This design comes from an exercise in tuning for small area and a short achievable clock period on the open sky130 flow, not from production work. For this run, only the layout was checked, not whether the RTL still works.

==> flow/run.sh <==
#!/bin/bash
# The standard layout (standard.sh), with each port buffered by a
# sky130_fd_sc_hd__buf_1 instead of the cell buffer_ports picks by default,
# except the ports g[*], whose buffers become buf_4 after global placement;
# the same step (flow/upsize.tcl) gives the weakest gates on the slowest input
# paths the next drive strength up.
# make's full output goes to standard.log; ORFS writes each step's log under
# orfs/logs/.
set -euo pipefail
export BUFFER_PORTS_ARGS="-buffer_cell sky130_fd_sc_hd__buf_1"
export POST_GLOBAL_PLACE_TCL="$PWD/flow/upsize.tcl"
bash standard.sh > standard.log 2>&1
==> flow/upsize.tcl <==
# Sourced after global placement (POST_GLOBAL_PLACE_TCL). The buffers of the
# ports g[*], which feed the segment logic, become buf_4; then the weakest
# gates (drive 0 or 1, three or more loads) on the ten slowest paths from the
# inputs to the registers get the next drive strength up. Every port keeps its
# buffer; the netlist's function does not change.
set block [ord::get_db_block]
foreach bterm [$block getBTerms] {
  if {![string match {g\[*} [$bterm getName]]} { continue }
  foreach iterm [[$bterm getNet] getITerms] {
    set inst [$iterm getInst]
    set master [[$inst getMaster] getName]
    if {[string match "sky130_fd_sc_hd__buf_*" $master]} {
      puts "port buffer [$inst getName]: $master -> sky130_fd_sc_hd__buf_4"
      replace_cell [get_cells [$inst getName]] sky130_fd_sc_hd__buf_4
    }
  }
}

proc next_size {master} {
  if {![regexp {^(sky130_fd_sc_hd__[a-z0-9]+)_([0-9]+)$} $master -> base n]} { return "" }
  if {[string match "*dfxtp*" $base] || [string match "*clkbuf*" $base]} { return "" }
  set best ""
  foreach lc [get_lib_cells ${base}_*] {
    set nm [get_name $lc]
    if {[regexp "^${base}_(\[0-9\]+)\$" $nm -> m] && $m > $n && $m <= 4} {
      if {$best eq "" || $m < $bestn} { set best $nm; set bestn $m }
    }
  }
  return $best
}

set ins [delete_from_list [all_inputs] [get_ports clk]]
set done {}
foreach {npaths minload} {10 3} {
  estimate_parasitics -placement
  foreach pe [find_timing_paths -from $ins -to [all_registers -data_pins] -group_path_count $npaths -endpoint_path_count 1 -sort_by_slack] {
    foreach pin [[$pe path] pins] {
      if {[get_property $pin direction] ne "output"} { continue }
      set inst [get_cells -of_objects $pin]
      set iname [get_full_name $inst]
      if {[string match "input*" $iname] || [lsearch $done $iname] >= 0} { continue }
      set master [get_property [get_lib_cells -of_objects $inst] name]
      if {![regexp {_[01]$} $master]} { continue }
      set net [get_nets -of_objects $pin]
      if {[llength [get_pins -of_objects $net -filter "direction==input"]] < $minload} { continue }
      set up [next_size $master]
      if {$up ne ""} {
        puts "upsize $iname: $master -> $up"
        replace_cell $inst $up
        lappend done $iname
      }
    }
  }
}
estimate_parasitics -placement
==> standard.sh <==
#!/bin/bash
# synth_recipe.tcl (not shown) runs the flow's synth.tcl, then flattens the netlist and writes it again
# the make line also repeats each setting of config.mk as NAME=value (left out here)
make -C /OpenROAD-flow-scripts/flow DESIGN_CONFIG=/design/flow/config.mk WORK_HOME=/design/flow/orfs CLKGATE_MAP_FILE= SYNTH_SCRIPT=/design/flow/synth_recipe.tcl "${@:-finish}"
==> config.mk <==
export PLATFORM = sky130hd
export DESIGN_NAME = scr_curve_thr
export DESIGN_NICKNAME = scr_curve_thr
export VERILOG_FILES = /design/flow/design.v
export SDC_FILE = /design/flow/constraint.sdc
export NUM_CORES = 4
export LEC_CHECK = 0
export ABC_CLOCK_PERIOD_IN_PS = 40000
export CAP_MARGIN = 20
export CORE_MARGIN = 2
export CORE_UTILIZATION = 40
export CTS_BUF_LIST = sky130_fd_sc_hd__clkbuf_8
export GPL_TIMING_DRIVEN = 0
export PLACE_DENSITY = 0.6
export SLEW_MARGIN = 20
export SYNTH_HIERARCHICAL = 1
export SYNTH_MINIMUM_KEEP_SIZE = 0
==> constraint.sdc <==
create_clock -name core_clock -period 70.0 [get_ports {clk}]
set_input_delay 14.0000 -clock core_clock [delete_from_list [all_inputs] [get_ports {clk}]]
set_output_delay 14.0000 -clock core_clock [all_outputs]
set_load 0.01 [all_outputs]
==> design.v <==
module scr_curve_thr (
    input             clk,
    input             rst,
    input             in_valid,
    input      [11:0] g,           
    input      [95:0] curve,       
    input      [55:0] thr,         
    input      [2:0]  nbnd,        
    input             off,         
    output reg        out_valid,
    output reg [11:0] v,
    output reg [2:0]  level
);
    wire [11:0] pa, pb, su;
    wire        dec, m0;
    scr_pick u_pick (.g(g), .curve(curve), .pa(pa), .pb(pb), .s(su), .dec(dec), .m0(m0));
    reg        s_valid;
    reg [11:0] s_pa, s_pb, s_s;
    reg        s_dec, s_m0;
    reg [55:0] s_thr;
    reg [2:0]  s_nbnd;
    reg        s_off;
    always @(posedge clk) begin
        if (rst) s_valid <= 1'b0;
        else     s_valid <= in_valid;
        s_pa   <= pa;
        s_pb   <= pb;
        s_s    <= su;
        s_dec  <= dec;
        s_m0   <= m0;
        s_thr  <= thr;
        s_nbnd <= nbnd;
        s_off  <= off;
    end
    reg  [11:0] w;
    integer i;
    always @(*)
        for (i = 0; i < 12; i = i + 1)
            w[i] = s_s[i] ^ (~s_dec & ((s_s & ((12'd1 << i) - 12'd1)) == ((12'd1 << i) - 12'd1)))
                 ^ s_m0;
    wire pp0_0 = ~(w[0] ? s_pb[0] : s_pa[0]);
    wire pp0_1 = ~(w[0] ? s_pb[1] : s_pa[1]);
    wire pp0_2 = ~(w[0] ? s_pb[2] : s_pa[2]);
    wire pp0_3 = ~(w[0] ? s_pb[3] : s_pa[3]);
    wire pp0_4 = ~(w[0] ? s_pb[4] : s_pa[4]);
    wire pp0_5 = ~(w[0] ? s_pb[5] : s_pa[5]);
    wire pp0_6 = ~(w[0] ? s_pb[6] : s_pa[6]);
    wire pp0_7 = ~(w[0] ? s_pb[7] : s_pa[7]);
    wire pp0_8 = ~(w[0] ? s_pb[8] : s_pa[8]);
    wire pp0_9 = ~(w[0] ? s_pb[9] : s_pa[9]);
    wire pp0_10 = ~(w[0] ? s_pb[10] : s_pa[10]);
    wire pp0_11 = ~(w[0] ? s_pb[11] : s_pa[11]);
    wire pp1_0 = ~(w[1] ? s_pb[0] : s_pa[0]);
    wire pp1_1 = ~(w[1] ? s_pb[1] : s_pa[1]);
    wire pp1_2 = ~(w[1] ? s_pb[2] : s_pa[2]);
    wire pp1_3 = ~(w[1] ? s_pb[3] : s_pa[3]);
    wire pp1_4 = ~(w[1] ? s_pb[4] : s_pa[4]);
    wire pp1_5 = ~(w[1] ? s_pb[5] : s_pa[5]);
    wire pp1_6 = ~(w[1] ? s_pb[6] : s_pa[6]);
    wire pp1_7 = ~(w[1] ? s_pb[7] : s_pa[7]);
    wire pp1_8 = ~(w[1] ? s_pb[8] : s_pa[8]);
    wire pp1_9 = ~(w[1] ? s_pb[9] : s_pa[9]);
    wire pp1_10 = ~(w[1] ? s_pb[10] : s_pa[10]);
    wire pp1_11 = ~(w[1] ? s_pb[11] : s_pa[11]);
    wire pp2_0 = ~(w[2] ? s_pb[0] : s_pa[0]);
    wire pp2_1 = ~(w[2] ? s_pb[1] : s_pa[1]);
    wire pp2_2 = ~(w[2] ? s_pb[2] : s_pa[2]);
    wire pp2_3 = ~(w[2] ? s_pb[3] : s_pa[3]);
    wire pp2_4 = ~(w[2] ? s_pb[4] : s_pa[4]);
    wire pp2_5 = ~(w[2] ? s_pb[5] : s_pa[5]);
    wire pp2_6 = ~(w[2] ? s_pb[6] : s_pa[6]);
    wire pp2_7 = ~(w[2] ? s_pb[7] : s_pa[7]);
    wire pp2_8 = ~(w[2] ? s_pb[8] : s_pa[8]);
    wire pp2_9 = ~(w[2] ? s_pb[9] : s_pa[9]);
    wire pp2_10 = ~(w[2] ? s_pb[10] : s_pa[10]);
    wire pp2_11 = ~(w[2] ? s_pb[11] : s_pa[11]);
    wire pp3_0 = ~(w[3] ? s_pb[0] : s_pa[0]);
    wire pp3_1 = ~(w[3] ? s_pb[1] : s_pa[1]);
    wire pp3_2 = ~(w[3] ? s_pb[2] : s_pa[2]);
    wire pp3_3 = ~(w[3] ? s_pb[3] : s_pa[3]);
    wire pp3_4 = ~(w[3] ? s_pb[4] : s_pa[4]);
    wire pp3_5 = ~(w[3] ? s_pb[5] : s_pa[5]);
    wire pp3_6 = ~(w[3] ? s_pb[6] : s_pa[6]);
    wire pp3_7 = ~(w[3] ? s_pb[7] : s_pa[7]);
    wire pp3_8 = ~(w[3] ? s_pb[8] : s_pa[8]);
    wire pp3_9 = ~(w[3] ? s_pb[9] : s_pa[9]);
    wire pp3_10 = ~(w[3] ? s_pb[10] : s_pa[10]);
    wire pp3_11 = ~(w[3] ? s_pb[11] : s_pa[11]);
    wire pp4_0 = ~(w[4] ? s_pb[0] : s_pa[0]);
    wire pp4_1 = ~(w[4] ? s_pb[1] : s_pa[1]);
    wire pp4_2 = ~(w[4] ? s_pb[2] : s_pa[2]);
    wire pp4_3 = ~(w[4] ? s_pb[3] : s_pa[3]);
    wire pp4_4 = ~(w[4] ? s_pb[4] : s_pa[4]);
    wire pp4_5 = ~(w[4] ? s_pb[5] : s_pa[5]);
    wire pp4_6 = ~(w[4] ? s_pb[6] : s_pa[6]);
    wire pp4_7 = ~(w[4] ? s_pb[7] : s_pa[7]);
    wire pp4_8 = ~(w[4] ? s_pb[8] : s_pa[8]);
    wire pp4_9 = ~(w[4] ? s_pb[9] : s_pa[9]);
    wire pp4_10 = ~(w[4] ? s_pb[10] : s_pa[10]);
    wire pp4_11 = ~(w[4] ? s_pb[11] : s_pa[11]);
    wire pp5_0 = ~(w[5] ? s_pb[0] : s_pa[0]);
    wire pp5_1 = ~(w[5] ? s_pb[1] : s_pa[1]);
    wire pp5_2 = ~(w[5] ? s_pb[2] : s_pa[2]);
    wire pp5_3 = ~(w[5] ? s_pb[3] : s_pa[3]);
    wire pp5_4 = ~(w[5] ? s_pb[4] : s_pa[4]);
    wire pp5_5 = ~(w[5] ? s_pb[5] : s_pa[5]);
    wire pp5_6 = ~(w[5] ? s_pb[6] : s_pa[6]);
    wire pp5_7 = ~(w[5] ? s_pb[7] : s_pa[7]);
    wire pp5_8 = ~(w[5] ? s_pb[8] : s_pa[8]);
    wire pp5_9 = ~(w[5] ? s_pb[9] : s_pa[9]);
    wire pp5_10 = ~(w[5] ? s_pb[10] : s_pa[10]);
    wire pp5_11 = ~(w[5] ? s_pb[11] : s_pa[11]);
    wire pp6_0 = ~(w[6] ? s_pb[0] : s_pa[0]);
    wire pp6_1 = ~(w[6] ? s_pb[1] : s_pa[1]);
    wire pp6_2 = ~(w[6] ? s_pb[2] : s_pa[2]);
    wire pp6_3 = ~(w[6] ? s_pb[3] : s_pa[3]);
    wire pp6_4 = ~(w[6] ? s_pb[4] : s_pa[4]);
    wire pp6_5 = ~(w[6] ? s_pb[5] : s_pa[5]);
    wire pp6_6 = ~(w[6] ? s_pb[6] : s_pa[6]);
    wire pp6_7 = ~(w[6] ? s_pb[7] : s_pa[7]);
    wire pp6_8 = ~(w[6] ? s_pb[8] : s_pa[8]);
    wire pp6_9 = ~(w[6] ? s_pb[9] : s_pa[9]);
    wire pp6_10 = ~(w[6] ? s_pb[10] : s_pa[10]);
    wire pp6_11 = ~(w[6] ? s_pb[11] : s_pa[11]);
    wire pp7_0 = ~(w[7] ? s_pb[0] : s_pa[0]);
    wire pp7_1 = ~(w[7] ? s_pb[1] : s_pa[1]);
    wire pp7_2 = ~(w[7] ? s_pb[2] : s_pa[2]);
    wire pp7_3 = ~(w[7] ? s_pb[3] : s_pa[3]);
    wire pp7_4 = ~(w[7] ? s_pb[4] : s_pa[4]);
    wire pp7_5 = ~(w[7] ? s_pb[5] : s_pa[5]);
    wire pp7_6 = ~(w[7] ? s_pb[6] : s_pa[6]);
    wire pp7_7 = ~(w[7] ? s_pb[7] : s_pa[7]);
    wire pp7_8 = ~(w[7] ? s_pb[8] : s_pa[8]);
    wire pp7_9 = ~(w[7] ? s_pb[9] : s_pa[9]);
    wire pp7_10 = ~(w[7] ? s_pb[10] : s_pa[10]);
    wire pp7_11 = ~(w[7] ? s_pb[11] : s_pa[11]);
    wire pp8_0 = ~(w[8] ? s_pb[0] : s_pa[0]);
    wire pp8_1 = ~(w[8] ? s_pb[1] : s_pa[1]);
    wire pp8_2 = ~(w[8] ? s_pb[2] : s_pa[2]);
    wire pp8_3 = ~(w[8] ? s_pb[3] : s_pa[3]);
    wire pp8_4 = ~(w[8] ? s_pb[4] : s_pa[4]);
    wire pp8_5 = ~(w[8] ? s_pb[5] : s_pa[5]);
    wire pp8_6 = ~(w[8] ? s_pb[6] : s_pa[6]);
    wire pp8_7 = ~(w[8] ? s_pb[7] : s_pa[7]);
    wire pp8_8 = ~(w[8] ? s_pb[8] : s_pa[8]);
    wire pp8_9 = ~(w[8] ? s_pb[9] : s_pa[9]);
    wire pp8_10 = ~(w[8] ? s_pb[10] : s_pa[10]);
    wire pp8_11 = ~(w[8] ? s_pb[11] : s_pa[11]);
    wire pp9_0 = ~(w[9] ? s_pb[0] : s_pa[0]);
    wire pp9_1 = ~(w[9] ? s_pb[1] : s_pa[1]);
    wire pp9_2 = ~(w[9] ? s_pb[2] : s_pa[2]);
    wire pp9_3 = ~(w[9] ? s_pb[3] : s_pa[3]);
    wire pp9_4 = ~(w[9] ? s_pb[4] : s_pa[4]);
    wire pp9_5 = ~(w[9] ? s_pb[5] : s_pa[5]);
    wire pp9_6 = ~(w[9] ? s_pb[6] : s_pa[6]);
    wire pp9_7 = ~(w[9] ? s_pb[7] : s_pa[7]);
    wire pp9_8 = ~(w[9] ? s_pb[8] : s_pa[8]);
    wire pp9_9 = ~(w[9] ? s_pb[9] : s_pa[9]);
    wire pp9_10 = ~(w[9] ? s_pb[10] : s_pa[10]);
    wire pp9_11 = ~(w[9] ? s_pb[11] : s_pa[11]);
    wire pp10_0 = ~(w[10] ? s_pb[0] : s_pa[0]);
    wire pp10_1 = ~(w[10] ? s_pb[1] : s_pa[1]);
    wire pp10_2 = ~(w[10] ? s_pb[2] : s_pa[2]);
    wire pp10_3 = ~(w[10] ? s_pb[3] : s_pa[3]);
    wire pp10_4 = ~(w[10] ? s_pb[4] : s_pa[4]);
    wire pp10_5 = ~(w[10] ? s_pb[5] : s_pa[5]);
    wire pp10_6 = ~(w[10] ? s_pb[6] : s_pa[6]);
    wire pp10_7 = ~(w[10] ? s_pb[7] : s_pa[7]);
    wire pp10_8 = ~(w[10] ? s_pb[8] : s_pa[8]);
    wire pp10_9 = ~(w[10] ? s_pb[9] : s_pa[9]);
    wire pp10_10 = ~(w[10] ? s_pb[10] : s_pa[10]);
    wire pp10_11 = ~(w[10] ? s_pb[11] : s_pa[11]);
    wire pp11_0 = ~(w[11] ? s_pb[0] : s_pa[0]);
    wire pp11_1 = ~(w[11] ? s_pb[1] : s_pa[1]);
    wire pp11_2 = ~(w[11] ? s_pb[2] : s_pa[2]);
    wire pp11_3 = ~(w[11] ? s_pb[3] : s_pa[3]);
    wire pp11_4 = ~(w[11] ? s_pb[4] : s_pa[4]);
    wire pp11_5 = ~(w[11] ? s_pb[5] : s_pa[5]);
    wire pp11_6 = ~(w[11] ? s_pb[6] : s_pa[6]);
    wire pp11_7 = ~(w[11] ? s_pb[7] : s_pa[7]);
    wire pp11_8 = ~(w[11] ? s_pb[8] : s_pa[8]);
    wire pp11_9 = ~(w[11] ? s_pb[9] : s_pa[9]);
    wire pp11_10 = ~(w[11] ? s_pb[10] : s_pa[10]);
    wire pp11_11 = ~(w[11] ? s_pb[11] : s_pa[11]);
    wire s1, c2;
    scr_ha ha3 (.a(pp0_2), .b(pp1_1), .s(s1), .co(c2));
    wire s4, c5;
    scr_ha ha6 (.a(pp0_3), .b(pp1_2), .s(s4), .co(c5));
    wire s7, c8;
    scr_fa fa9 (.a(pp2_1), .b(pp3_0), .c(c2), .s(s7), .co(c8));
    wire s10, c11;
    scr_ha ha12 (.a(pp0_4), .b(pp1_3), .s(s10), .co(c11));
    wire s13, c14;
    scr_fa fa15 (.a(pp2_2), .b(pp3_1), .c(pp4_0), .s(s13), .co(c14));
    wire s16, c17;
    scr_fa fa18 (.a(c5), .b(s10), .c(s13), .s(s16), .co(c17));
    wire s19, c20;
    scr_ha ha21 (.a(pp0_5), .b(pp1_4), .s(s19), .co(c20));
    wire s22, c23;
    scr_fa fa24 (.a(pp2_3), .b(pp3_2), .c(pp4_1), .s(s22), .co(c23));
    wire s25, c26;
    scr_fa fa27 (.a(pp5_0), .b(c11), .c(c14), .s(s25), .co(c26));
    wire s28, c29;
    scr_fa fa30 (.a(s19), .b(s22), .c(c17), .s(s28), .co(c29));
    wire s31, c32;
    scr_ha ha33 (.a(pp0_6), .b(pp1_5), .s(s31), .co(c32));
    wire s34, c35;
    scr_fa fa36 (.a(pp2_4), .b(pp3_3), .c(pp4_2), .s(s34), .co(c35));
    wire s37, c38;
    scr_fa fa39 (.a(pp5_1), .b(pp6_0), .c(c20), .s(s37), .co(c38));
    wire s40, c41;
    scr_fa fa42 (.a(c23), .b(s31), .c(s34), .s(s40), .co(c41));
    wire s43, c44;
    scr_fa fa45 (.a(c26), .b(s37), .c(s40), .s(s43), .co(c44));
    wire s46, c47;
    scr_ha ha48 (.a(pp0_7), .b(pp1_6), .s(s46), .co(c47));
    wire s49, c50;
    scr_fa fa51 (.a(pp2_5), .b(pp3_4), .c(pp4_3), .s(s49), .co(c50));
    wire s52, c53;
    scr_fa fa54 (.a(pp5_2), .b(pp6_1), .c(pp7_0), .s(s52), .co(c53));
    wire s55, c56;
    scr_fa fa57 (.a(c32), .b(c35), .c(s46), .s(s55), .co(c56));
    wire s58, c59;
    scr_fa fa60 (.a(s49), .b(s52), .c(c38), .s(s58), .co(c59));
    wire s61, c62;
    scr_fa fa63 (.a(c41), .b(s55), .c(s58), .s(s61), .co(c62));
    wire s64, c65;
    scr_ha ha66 (.a(pp0_8), .b(pp1_7), .s(s64), .co(c65));
    wire s67, c68;
    scr_fa fa69 (.a(pp2_6), .b(pp3_5), .c(pp4_4), .s(s67), .co(c68));
    wire s70, c71;
    scr_fa fa72 (.a(pp5_3), .b(pp6_2), .c(pp7_1), .s(s70), .co(c71));
    wire s73, c74;
    scr_fa fa75 (.a(pp8_0), .b(c47), .c(c50), .s(s73), .co(c74));
    wire s76, c77;
    scr_fa fa78 (.a(c53), .b(s64), .c(s67), .s(s76), .co(c77));
    wire s79, c80;
    scr_fa fa81 (.a(s70), .b(c56), .c(s73), .s(s79), .co(c80));
    wire s82, c83;
    scr_fa fa84 (.a(s76), .b(c59), .c(s79), .s(s82), .co(c83));
    wire s85, c86;
    scr_ha ha87 (.a(pp0_9), .b(pp1_8), .s(s85), .co(c86));
    wire s88, c89;
    scr_fa fa90 (.a(pp2_7), .b(pp3_6), .c(pp4_5), .s(s88), .co(c89));
    wire s91, c92;
    scr_fa fa93 (.a(pp5_4), .b(pp6_3), .c(pp7_2), .s(s91), .co(c92));
    wire s94, c95;
    scr_fa fa96 (.a(pp8_1), .b(pp9_0), .c(c65), .s(s94), .co(c95));
    wire s97, c98;
    scr_fa fa99 (.a(c68), .b(c71), .c(s85), .s(s97), .co(c98));
    wire s100, c101;
    scr_fa fa102 (.a(s88), .b(s91), .c(c74), .s(s100), .co(c101));
    wire s103, c104;
    scr_fa fa105 (.a(c77), .b(s94), .c(s97), .s(s103), .co(c104));
    wire s106, c107;
    scr_fa fa108 (.a(s100), .b(c80), .c(s103), .s(s106), .co(c107));
    wire s109, c110;
    scr_ha ha111 (.a(pp0_10), .b(pp10_0), .s(s109), .co(c110));
    wire s112, c113;
    scr_fa fa114 (.a(pp1_9), .b(pp2_8), .c(pp3_7), .s(s112), .co(c113));
    wire s115, c116;
    scr_fa fa117 (.a(pp4_6), .b(pp5_5), .c(pp6_4), .s(s115), .co(c116));
    wire s118, c119;
    scr_fa fa120 (.a(pp7_3), .b(pp8_2), .c(pp9_1), .s(s118), .co(c119));
    wire s121, c122;
    scr_fa fa123 (.a(c86), .b(c89), .c(c92), .s(s121), .co(c122));
    wire s124, c125;
    scr_fa fa126 (.a(s109), .b(s112), .c(s115), .s(s124), .co(c125));
    wire s127, c128;
    scr_fa fa129 (.a(s118), .b(c95), .c(c98), .s(s127), .co(c128));
    wire s130, c131;
    scr_fa fa132 (.a(s121), .b(s124), .c(c101), .s(s130), .co(c131));
    wire s133, c134;
    scr_fa fa135 (.a(s127), .b(c104), .c(s130), .s(s133), .co(c134));
    wire s136, c137;
    scr_fa fa138 (.a(pp0_11), .b(pp10_1), .c(pp11_0), .s(s136), .co(c137));
    wire s139, c140;
    scr_fa fa141 (.a(pp1_10), .b(pp2_9), .c(pp3_8), .s(s139), .co(c140));
    wire s142, c143;
    scr_fa fa144 (.a(pp4_7), .b(pp5_6), .c(pp6_5), .s(s142), .co(c143));
    wire s145, c146;
    scr_fa fa147 (.a(pp7_4), .b(pp8_3), .c(pp9_2), .s(s145), .co(c146));
    wire s148, c149;
    scr_fa fa150 (.a(c110), .b(c113), .c(c116), .s(s148), .co(c149));
    wire s151, c152;
    scr_fa fa153 (.a(c119), .b(s136), .c(s139), .s(s151), .co(c152));
    wire s154, c155;
    scr_fa fa156 (.a(s142), .b(s145), .c(c122), .s(s154), .co(c155));
    wire s157, c158;
    scr_fa fa159 (.a(c125), .b(s148), .c(s151), .s(s157), .co(c158));
    wire s160, c161;
    scr_fa fa162 (.a(s154), .b(c128), .c(s157), .s(s160), .co(c161));
    wire s163, c164;
    scr_fa fa165 (.a(c131), .b(s160), .c(c134), .s(s163), .co(c164));
    wire s166, c167;
    scr_fa fa168 (.a(pp10_2), .b(pp11_1), .c(pp1_11), .s(s166), .co(c167));
    wire s169, c170;
    scr_fa fa171 (.a(pp2_10), .b(pp3_9), .c(pp4_8), .s(s169), .co(c170));
    wire s172, c173;
    scr_fa fa174 (.a(pp5_7), .b(pp6_6), .c(pp7_5), .s(s172), .co(c173));
    wire s175, c176;
    scr_fa fa177 (.a(pp8_4), .b(pp9_3), .c(c137), .s(s175), .co(c176));
    wire s178, c179;
    scr_fa fa180 (.a(c140), .b(c143), .c(c146), .s(s178), .co(c179));
    wire s181, c182;
    scr_fa fa183 (.a(s166), .b(s169), .c(s172), .s(s181), .co(c182));
    wire s184, c185;
    scr_fa fa186 (.a(c149), .b(c152), .c(s175), .s(s184), .co(c185));
    wire s187, c188;
    scr_fa fa189 (.a(s178), .b(s181), .c(c155), .s(s187), .co(c188));
    wire s190, c191;
    scr_fa fa192 (.a(s184), .b(c158), .c(s187), .s(s190), .co(c191));
    wire s193, c194;
    scr_fa fa195 (.a(c161), .b(s190), .c(c164), .s(s193), .co(c194));
    wire s196, c197;
    scr_fa fa198 (.a(pp10_3), .b(pp11_2), .c(pp2_11), .s(s196), .co(c197));
    wire s199, c200;
    scr_fa fa201 (.a(pp3_10), .b(pp4_9), .c(pp5_8), .s(s199), .co(c200));
    wire s202, c203;
    scr_fa fa204 (.a(pp6_7), .b(pp7_6), .c(pp8_5), .s(s202), .co(c203));
    wire s205, c206;
    scr_fa fa207 (.a(pp9_4), .b(c167), .c(c170), .s(s205), .co(c206));
    wire s208, c209;
    scr_fa fa210 (.a(c173), .b(s196), .c(s199), .s(s208), .co(c209));
    wire s211, c212;
    scr_fa fa213 (.a(s202), .b(c176), .c(c179), .s(s211), .co(c212));
    wire s214, c215;
    scr_fa fa216 (.a(c182), .b(s205), .c(s208), .s(s214), .co(c215));
    wire s217, c218;
    scr_fa fa219 (.a(s211), .b(c185), .c(s214), .s(s217), .co(c218));
    wire s220, c221;
    scr_fa fa222 (.a(c188), .b(s217), .c(c191), .s(s220), .co(c221));
    wire s223, c224;
    scr_fa fa225 (.a(pp10_4), .b(pp11_3), .c(pp3_11), .s(s223), .co(c224));
    wire s226, c227;
    scr_fa fa228 (.a(pp4_10), .b(pp5_9), .c(pp6_8), .s(s226), .co(c227));
    wire s229, c230;
    scr_fa fa231 (.a(pp7_7), .b(pp8_6), .c(pp9_5), .s(s229), .co(c230));
    wire s232, c233;
    scr_fa fa234 (.a(c197), .b(c200), .c(c203), .s(s232), .co(c233));
    wire s235, c236;
    scr_fa fa237 (.a(s223), .b(s226), .c(s229), .s(s235), .co(c236));
    wire s238, c239;
    scr_fa fa240 (.a(c206), .b(c209), .c(s232), .s(s238), .co(c239));
    wire s241, c242;
    scr_fa fa243 (.a(s235), .b(c212), .c(s238), .s(s241), .co(c242));
    wire s244, c245;
    scr_fa fa246 (.a(c215), .b(c218), .c(s241), .s(s244), .co(c245));
    wire s247, c248;
    scr_fa fa249 (.a(pp10_5), .b(pp11_4), .c(pp4_11), .s(s247), .co(c248));
    wire s250, c251;
    scr_fa fa252 (.a(pp5_10), .b(pp6_9), .c(pp7_8), .s(s250), .co(c251));
    wire s253, c254;
    scr_fa fa255 (.a(pp8_7), .b(pp9_6), .c(c224), .s(s253), .co(c254));
    wire s256, c257;
    scr_fa fa258 (.a(c227), .b(c230), .c(s247), .s(s256), .co(c257));
    wire s259, c260;
    scr_fa fa261 (.a(s250), .b(c233), .c(c236), .s(s259), .co(c260));
    wire s262, c263;
    scr_fa fa264 (.a(s253), .b(s256), .c(c239), .s(s262), .co(c263));
    wire s265, c266;
    scr_fa fa267 (.a(s259), .b(c242), .c(s262), .s(s265), .co(c266));
    wire s268, c269;
    scr_fa fa270 (.a(pp10_6), .b(pp11_5), .c(pp5_11), .s(s268), .co(c269));
    wire s271, c272;
    scr_fa fa273 (.a(pp6_10), .b(pp7_9), .c(pp8_8), .s(s271), .co(c272));
    wire s274, c275;
    scr_fa fa276 (.a(pp9_7), .b(c248), .c(c251), .s(s274), .co(c275));
    wire s277, c278;
    scr_fa fa279 (.a(s268), .b(s271), .c(c254), .s(s277), .co(c278));
    wire s280, c281;
    scr_fa fa282 (.a(c257), .b(s274), .c(s277), .s(s280), .co(c281));
    wire s283, c284;
    scr_fa fa285 (.a(c260), .b(c263), .c(s280), .s(s283), .co(c284));
    wire s286, c287;
    scr_fa fa288 (.a(pp10_7), .b(pp11_6), .c(pp6_11), .s(s286), .co(c287));
    wire s289, c290;
    scr_fa fa291 (.a(pp7_10), .b(pp8_9), .c(pp9_8), .s(s289), .co(c290));
    wire s292, c293;
    scr_fa fa294 (.a(c269), .b(c272), .c(s286), .s(s292), .co(c293));
    wire s295, c296;
    scr_fa fa297 (.a(s289), .b(c275), .c(s292), .s(s295), .co(c296));
    wire s298, c299;
    scr_fa fa300 (.a(c278), .b(s295), .c(c281), .s(s298), .co(c299));
    wire s301, c302;
    scr_fa fa303 (.a(pp10_8), .b(pp11_7), .c(pp7_11), .s(s301), .co(c302));
    wire s304, c305;
    scr_fa fa306 (.a(pp8_10), .b(pp9_9), .c(c287), .s(s304), .co(c305));
    wire s307, c308;
    scr_fa fa309 (.a(c290), .b(s301), .c(c293), .s(s307), .co(c308));
    wire s310, c311;
    scr_fa fa312 (.a(s304), .b(s307), .c(c296), .s(s310), .co(c311));
    wire s313, c314;
    scr_fa fa315 (.a(pp10_9), .b(pp11_8), .c(pp8_11), .s(s313), .co(c314));
    wire s316, c317;
    scr_fa fa318 (.a(pp9_10), .b(c302), .c(s313), .s(s316), .co(c317));
    wire s319, c320;
    scr_fa fa321 (.a(c305), .b(s316), .c(c308), .s(s319), .co(c320));
    wire s322, c323;
    scr_fa fa324 (.a(pp10_10), .b(pp11_9), .c(pp9_11), .s(s322), .co(c323));
    wire s325, c326;
    scr_fa fa327 (.a(c314), .b(s322), .c(c317), .s(s325), .co(c326));
    wire s328, c329;
    scr_fa fa330 (.a(pp10_11), .b(pp11_10), .c(c323), .s(s328), .co(c329));
    wire [23:0] q, qn;
    assign q = ~qn;
    wire s331 = ~pp0_0;
    wire c332 = pp0_0;
    assign qn[0] = s331;
    wire s333, c334;
    scr_fa fa335 (.a(pp0_1), .b(pp1_0), .c(c332), .s(s333), .co(c334));
    assign qn[1] = s333;
    wire s336, c337;
    scr_fa fa338 (.a(pp2_0), .b(s1), .c(c334), .s(s336), .co(c337));
    assign qn[2] = s336;
    wire s339, c340;
    scr_fa fa341 (.a(s4), .b(s7), .c(c337), .s(s339), .co(c340));
    assign qn[3] = s339;
    wire s342, c343;
    scr_fa fa344 (.a(c8), .b(s16), .c(c340), .s(s342), .co(c343));
    assign qn[4] = s342;
    wire s345, c346;
    scr_fa fa347 (.a(s25), .b(s28), .c(c343), .s(s345), .co(c346));
    assign qn[5] = s345;
    wire s348, c349;
    scr_fa fa350 (.a(c29), .b(s43), .c(c346), .s(s348), .co(c349));
    assign qn[6] = s348;
    wire s351, c352;
    scr_fa fa353 (.a(c44), .b(s61), .c(c349), .s(s351), .co(c352));
    assign qn[7] = s351;
    wire s354, c355;
    scr_fa fa356 (.a(c62), .b(s82), .c(c352), .s(s354), .co(c355));
    assign qn[8] = s354;
    wire s357, c358;
    scr_fa fa359 (.a(c83), .b(s106), .c(c355), .s(s357), .co(c358));
    assign qn[9] = s357;
    wire s360, c361;
    scr_fa fa362 (.a(c107), .b(s133), .c(c358), .s(s360), .co(c361));
    assign qn[10] = s360;
    wire s363 = ~(s163 ^ c361);
    wire c364 = s163 | c361;
    assign qn[11] = s363;
    wire s365 = ~(s193 ^ c364);
    wire c366 = s193 | c364;
    assign qn[12] = s365;
    wire s367, c368;
    scr_fa fa369 (.a(s220), .b(c194), .c(c366), .s(s367), .co(c368));
    assign qn[13] = s367;
    wire s370, c371;
    scr_fa fa372 (.a(s244), .b(c221), .c(c368), .s(s370), .co(c371));
    assign qn[14] = s370;
    wire s373, c374;
    scr_fa fa375 (.a(c245), .b(s265), .c(c371), .s(s373), .co(c374));
    assign qn[15] = s373;
    wire s376, c377;
    scr_fa fa378 (.a(c266), .b(s283), .c(c374), .s(s376), .co(c377));
    assign qn[16] = s376;
    wire s379, c380;
    scr_fa fa381 (.a(c284), .b(s298), .c(c377), .s(s379), .co(c380));
    assign qn[17] = s379;
    wire s382, c383;
    scr_fa fa384 (.a(s310), .b(c299), .c(c380), .s(s382), .co(c383));
    assign qn[18] = s382;
    wire s385, c386;
    scr_fa fa387 (.a(c311), .b(s319), .c(c383), .s(s385), .co(c386));
    assign qn[19] = s385;
    wire s388, c389;
    scr_fa fa390 (.a(s325), .b(c320), .c(c386), .s(s388), .co(c389));
    assign qn[20] = s388;
    wire s391, c392;
    scr_fa fa393 (.a(s328), .b(c326), .c(c389), .s(s391), .co(c392));
    assign qn[21] = s391;
    wire s394, c395;
    scr_fa fa396 (.a(pp11_11), .b(c329), .c(c392), .s(s394), .co(c395));
    assign qn[22] = s394;
    assign qn[23] = c395;
    wire [11:0] qa = q[23:12];
    wire [11:0] qb = q[11:0];
    reg  [11:0] v_c;
    reg         k;
    always @(*) begin
        k = 1'b0;
        for (i = 0; i < 12; i = i + 1)
            k = (qa[i] & qb[i]) | (qa[i] & k) | (qb[i] & k);
        for (i = 0; i < 12; i = i + 1)
            v_c[i] = qa[i] ^ (k & ((qa & ((12'd1 << i) - 12'd1)) == ((12'd1 << i) - 12'd1)));
    end
    reg  [6:0] hit;
    reg  [8:0] tb;
    reg        gt;
    integer b, j;
    always @(*) begin
        for (b = 0; b < 7; b = b + 1) begin
            tb = {s_thr[8 * b +: 8], 1'b0};
            gt = 1'b0;
            for (j = 0; j < 9; j = j + 1)
                gt = (v_c[3 + j] & ~tb[j]) | ((v_c[3 + j] | ~tb[j]) & gt);
            hit[b] = gt & (b + 1 <= s_nbnd) & ~s_off;
        end
    end
    wire h1s = hit[0] ^ hit[1] ^ hit[2];
    wire h1c = (hit[0] & hit[1]) | (hit[0] & hit[2]) | (hit[1] & hit[2]);
    wire h2s = hit[3] ^ hit[4] ^ hit[5];
    wire h2c = (hit[3] & hit[4]) | (hit[3] & hit[5]) | (hit[4] & hit[5]);
    wire h3s = h1s ^ h2s ^ hit[6];
    wire h3c = (h1s & h2s) | (h1s & hit[6]) | (h2s & hit[6]);
    wire h4s = h1c ^ h2c ^ h3c;
    wire h4c = (h1c & h2c) | (h1c & h3c) | (h2c & h3c);
    wire [2:0] cnt = {h4c, h4s, h3s};
    always @(posedge clk) begin
        if (rst) out_valid <= 1'b0;
        else     out_valid <= s_valid;
        v     <= v_c;
        level <= cnt;
    end
endmodule
module scr_pick (
    input      [11:0] g,
    input      [95:0] curve,
    output     [11:0] pa,
    output     [11:0] pb,
    output     [11:0] s,
    output            dec,
    output            m0
);
    wire [2:0]  g3 = g[11:9];
    wire        lt;
    scr_lt u_lt (.g(g), .lt(lt));
    integer i;
    assign      dec = lt | (&g);                   
    wire [3:0]  hh = 4'b0001 << g[11:10];          
    wire        pa1 = g[9] & ~(g[11] & g[10]);     
    wire [3:0]  hd = {hh[2:0], 1'b0};              
    wire [3:0]  hu = {1'b0, hh[3:1]};              
    wire [3:0]  ea = lt ? hh : (pa1 ? hd : hh);
    wire [3:0]  ob = lt ? (g[9] ? hh : hu) : hh;
    scr_sel4 u_sela (.sel(ea), .p0(curve[11:0]),  .p1(curve[35:24]), .p2(curve[59:48]), .p3(curve[83:72]), .y(pa));
    scr_sel4 u_selb (.sel(ob), .p0(curve[23:12]), .p1(curve[47:36]), .p2(curve[71:60]), .p3(curve[95:84]), .y(pb));
    scr_rot u_rot (.g(g), .s(s));
    assign m0 = g[9] ^ dec;
endmodule
module scr_lt (
    input      [11:0] g,
    output            lt
);
    wire [2:0]  g3 = g[11:9];
    reg  [2:0]  b0, b1;
    reg         x0, x1;
    integer k, i;
    always @(*) begin
        for (k = 0; k < 3; k = k + 1) begin
            x0 = 1'b0;
            x1 = 1'b1;
            for (i = 0; i < 3; i = i + 1) begin
                x0 = (~g[3 * k + i] & g3[i]) | ((~g[3 * k + i] | g3[i]) & x0);
                x1 = (~g[3 * k + i] & g3[i]) | ((~g[3 * k + i] | g3[i]) & x1);
            end
            b0[k] = x0;
            b1[k] = x1;
        end
    end
    wire        l1 = b0[0] ? b1[1] : b0[1];
    assign      lt = l1 ? b1[2] : b0[2];
endmodule
module scr_sel4 (
    input      [3:0]  sel,
    input      [11:0] p0,
    input      [11:0] p1,
    input      [11:0] p2,
    input      [11:0] p3,
    output     [11:0] y
);
    assign y = ({12{sel[0]}} & p0) | ({12{sel[1]}} & p1)
             | ({12{sel[2]}} & p2) | ({12{sel[3]}} & p3);
endmodule
module scr_rot (
    input      [11:0] g,
    output     [11:0] s
);
    assign s = {g[8:0], g[11:9]} + ~g;
endmodule
module scr_fa (input a, input b, input c, output s, output co);
    assign s  = a ^ b ^ c;
    assign co = (a & b) | (a & c) | (b & c);
endmodule
module scr_ha (input a, input b, output s, output co);
    assign s  = a ^ b;
    assign co = a & b;
endmodule
==> results.json <==
{
  "status": "finished clean",
  "grt_setup_unrepaired": "false",
  "synth_edf_count": 0,
  "hold_class": "flip-flop to flip-flop",
  "syn_nets": 1282,
  "grt_pass1_vias": 8294,
  "drt_iter0_drc": 512,
  "min_period_ns": 15.57,
  "busiest_layer": "met2",
  "die_area_mm2": 0.02644,
  "synthCells": 961,
  "synth-seq-area-share": 0.2288,
  "synth_cell_types": 86,
  "cts_buffers": 17,
  "dpl.cell_count": 1477,
  "start_util": 0.4031,
  "cp_max_fo": 13,
  "drt.antenna.violating_nets": 0,
  "antenna_cells": 0,
  "postSynthAreaPerCell_um2": 10.47,
  "setup_viol": 0,
  "yosysWarnings": 8,
  "fmax_mhz": 64.25,
  "tns_ns": 0,
  "synth_flop_cell": "dfxtp_1",
  "relSlewSlack": 0.3780,
  "finalWirelength_um": 27300,
  "layout_common_cells": "buf_1, mux2i_1, fa_1, dfxtp_1, a22oi_1",
  "h-tree-depth": 4,
  "end_kind": "flip-flop",
  "hold_viol": 0,
  "grt_start_max_net_pins": 17,
  "cp.required_ns": 70.33,
  "holdWs_ns": 0.4389,
  "use_met3": 0.03361,
  "syn_area_mm2": 0.01006,
  "drv_cap": 0,
  "drcViolationCount": 0,
  "nNetsFinal": 1487,
  "final_core_util": 0.4680,
  "post_cts_buffers": 0,
  "mostFrequentLayoutCell": "buf_1",
  "vias_per_cell": 5.294,
  "r2r-start": "s_m0",
  "route.vias.total": 7989,
  "cts.sinks": 115,
  "fin_skew_ns": 0.01821,
  "fill_cells": 2440,
  "maxSlewViolCount": 0,
  "synth_top_cell_by_area": "fa_1",
  "gr-usage-all-layers": 0.2090,
  "cts_tree": "yes",
  "post_drt_wl_per_cell_um": 18.09,
  "finalCritPeriodShare": 0.2224,
  "path_class": "input pin to flip-flop",
  "startpoint": "g[11]",
  "ys_seq_elements": 115,
  "worst_pin_slew_ns": 0.9330,
  "cts-hold-fix-buffers": 0,
  "clkTransAtPathRegs_ns": 0.09,
  "ctsLongestPathBuffers": 2,
  "core_area_mm2": 0.02496,
  "ioPinCount": 187,
  "rows": 58,
  "synth.area.top_cells": "fa_1, dfxtp_1, mux2i_1",
  "drive_gt1_frac": 0.08906,
  "antenna_found_initial": 0,
  "synth_top_cell_area_share": 0.2507,
  "port_buffers": 186,
  "synth-async-reset-ratio": 0,
  "die-width_um": 162.6,
  "first_pass_iters": 5,
  "met2_usage": 0.3528,
  "grtUsageMet1": 0.2792,
  "cts_root_buf": "clkbuf_8",
  "area_delta_synth_final_pct": 16.10,
  "startpoint_type": "input pin",
  "grt_pass1_wl_um": 43280,
  "min-delay-start": "s_valid",
  "die_height_um": 162.6,
  "clock_latency_ns": 0.46,
  "fin_cells": 1509,
  "cts_resized": 0,
  "worstPathArrival_ns": 15.90,
  "overflow": 0,
  "dp_hpwl_um": 21640
}
[kinds of logic (layout without fill, tap and decap cells)]
| family | Yosys count | count (layout) | share of synthesized area |
|---|---|---|---|
| adder cells (fa/ha/maj) | 163 | 163 | 0.2945 |
| AO/OA/AOI/OAI | 193 | 193 | 0.1473 |
| buffers and inverters | 109 | 327 | 0.04886 |
| AND/OR/NAND/NOR | 191 | 191 | 0.09599 |
| XOR/XNOR | 42 | 42 | 0.03730 |
| flip-flops | 115 | 115 | 0.2288 |
| multiplexers | 148 | 148 | 0.1472 |
[modules after synthesis (local to each module, per instance)]
module	times used	cells inside	flops+latches	area, um2
scr_curve_thr	1	634	115	6122
scr_fa	121	1	0	20.02
scr_ha	9	1	0	12.51
scr_lt	1	23	0	158.9
scr_pick	1	24	0	158.9
scr_rot	1	70	0	555.5
scr_sel4	2	40	0	266.5
[critical path: stages]
cell	delay [ns]
buf_4	0.17
nand2b_1	0.16
maj3_1	0.36
o221ai_2	0.08
a32oi_2	0.20
nand2b_1	0.23
mux2i_2	0.19
buf_6	0.16
a22oi_1	0.21
nand2_1	0.13
[area by class of cell]
type	instances	area [um2]	share of cell area
Tap cell	330	412.9	0.03534
Clock buffer	18	247.7	0.02120
Timing Repair Buffer	186	743.2	0.06361
Multi-Input combinational cell	737	7286	0.6236
Inverter	44	165.2	0.01414
Clock inverter	14	200.2	0.01713
Sequential cell	115	2302	0.1970
Buffer	65	326.6	0.02795
[synth_stat cells, types with 4 or more instances]
cell / number
a21o_1: 6
a21oi_1: 27
a22oi_1: 58
a31oi_1: 5
and2_1: 6
and3_1: 5
buf_2: 6
buf_4: 4
buf_6: 8
clkbuf_1: 44
dfxtp_1: 115
fa_1: 126
ha_1: 24
inv_1: 42
maj3_1: 4
maj3_2: 9
mux2i_1: 148
nand2_1: 56
nand2b_1: 10
nand3_1: 19
nand4_1: 4
nor2_1: 44
nor2b_1: 6
nor3_1: 13
o211ai_1: 4
o21a_1: 8
o21ai_0: 15
o22ai_1: 11
o31ai_1: 5
or3_1: 4
xnor2_1: 31
xor2_1: 10
[flip-flops by register name, indices dropped and copies added (netlist names)]
signal / count
s_pb: 12
out_valid: 1
s_pa: 12
s_nbnd: 3
v: 12
s_thr: 56
s_m0: 1
s_off: 1
s_s: 12
level: 3
s_valid: 1
s_dec: 1
[stage by stage]
step                      setup WS, ns  instance area (um2)
after floorplan                  54.34                10060
after global placement           53.54                11170
after detailed placement         53.93                11240
after CTS                        54.42                11680
after global routing             53.87                11680
final                            54.43                11680
[worst paths after layout]
kind	cells after the start	slack [ns]	to
min reg2reg	1	0.44	out_valid
max	10	54.43	s_pa[0]
min	1	0.44	out_valid
max reg2reg	43	54.66	level[1]
[metal layers]
metal | vias to the layer above | routed length (um)
met4 | 0 | 435
met2 | 329 | 12590
li1 | 3825 | -
met1 | 3812 | 12460
met3 | 23 | 1815
met5 | - | 0

==> static timing again, ports no longer ideal <==
How much do the figures lean on ideal ports? The routed layout below was timed once more, with nothing changed but the port constraints.
Step 1 sets driving cells, clkbuf_16 on the clock port and buf_2 on the other inputs (assumed; they add their load-dependent delay and slew).
Step 2 moves the port delays by t, midway between the first and last clock arrival at a register: inputs arrive t later, outputs are due t later. That takes back most of the time a late clock gives input paths.
Slacks: ideal / step 1 / step 2; pairs: ideal / step 1.
t, ns: 0.488
slack for setup (ns): 54.435 / 54.456 / 53.968
hold slack, ns: 0.439 / 0.439 / 0.439
worst data-port slew with drivers (ns): 0.07
pins driven straight from the clock port: 1
After both steps setup and hold are still met in this run. For this run, drivers alone change the setup slack by +0.021 ns; drivers and shift together by -0.467 ns.
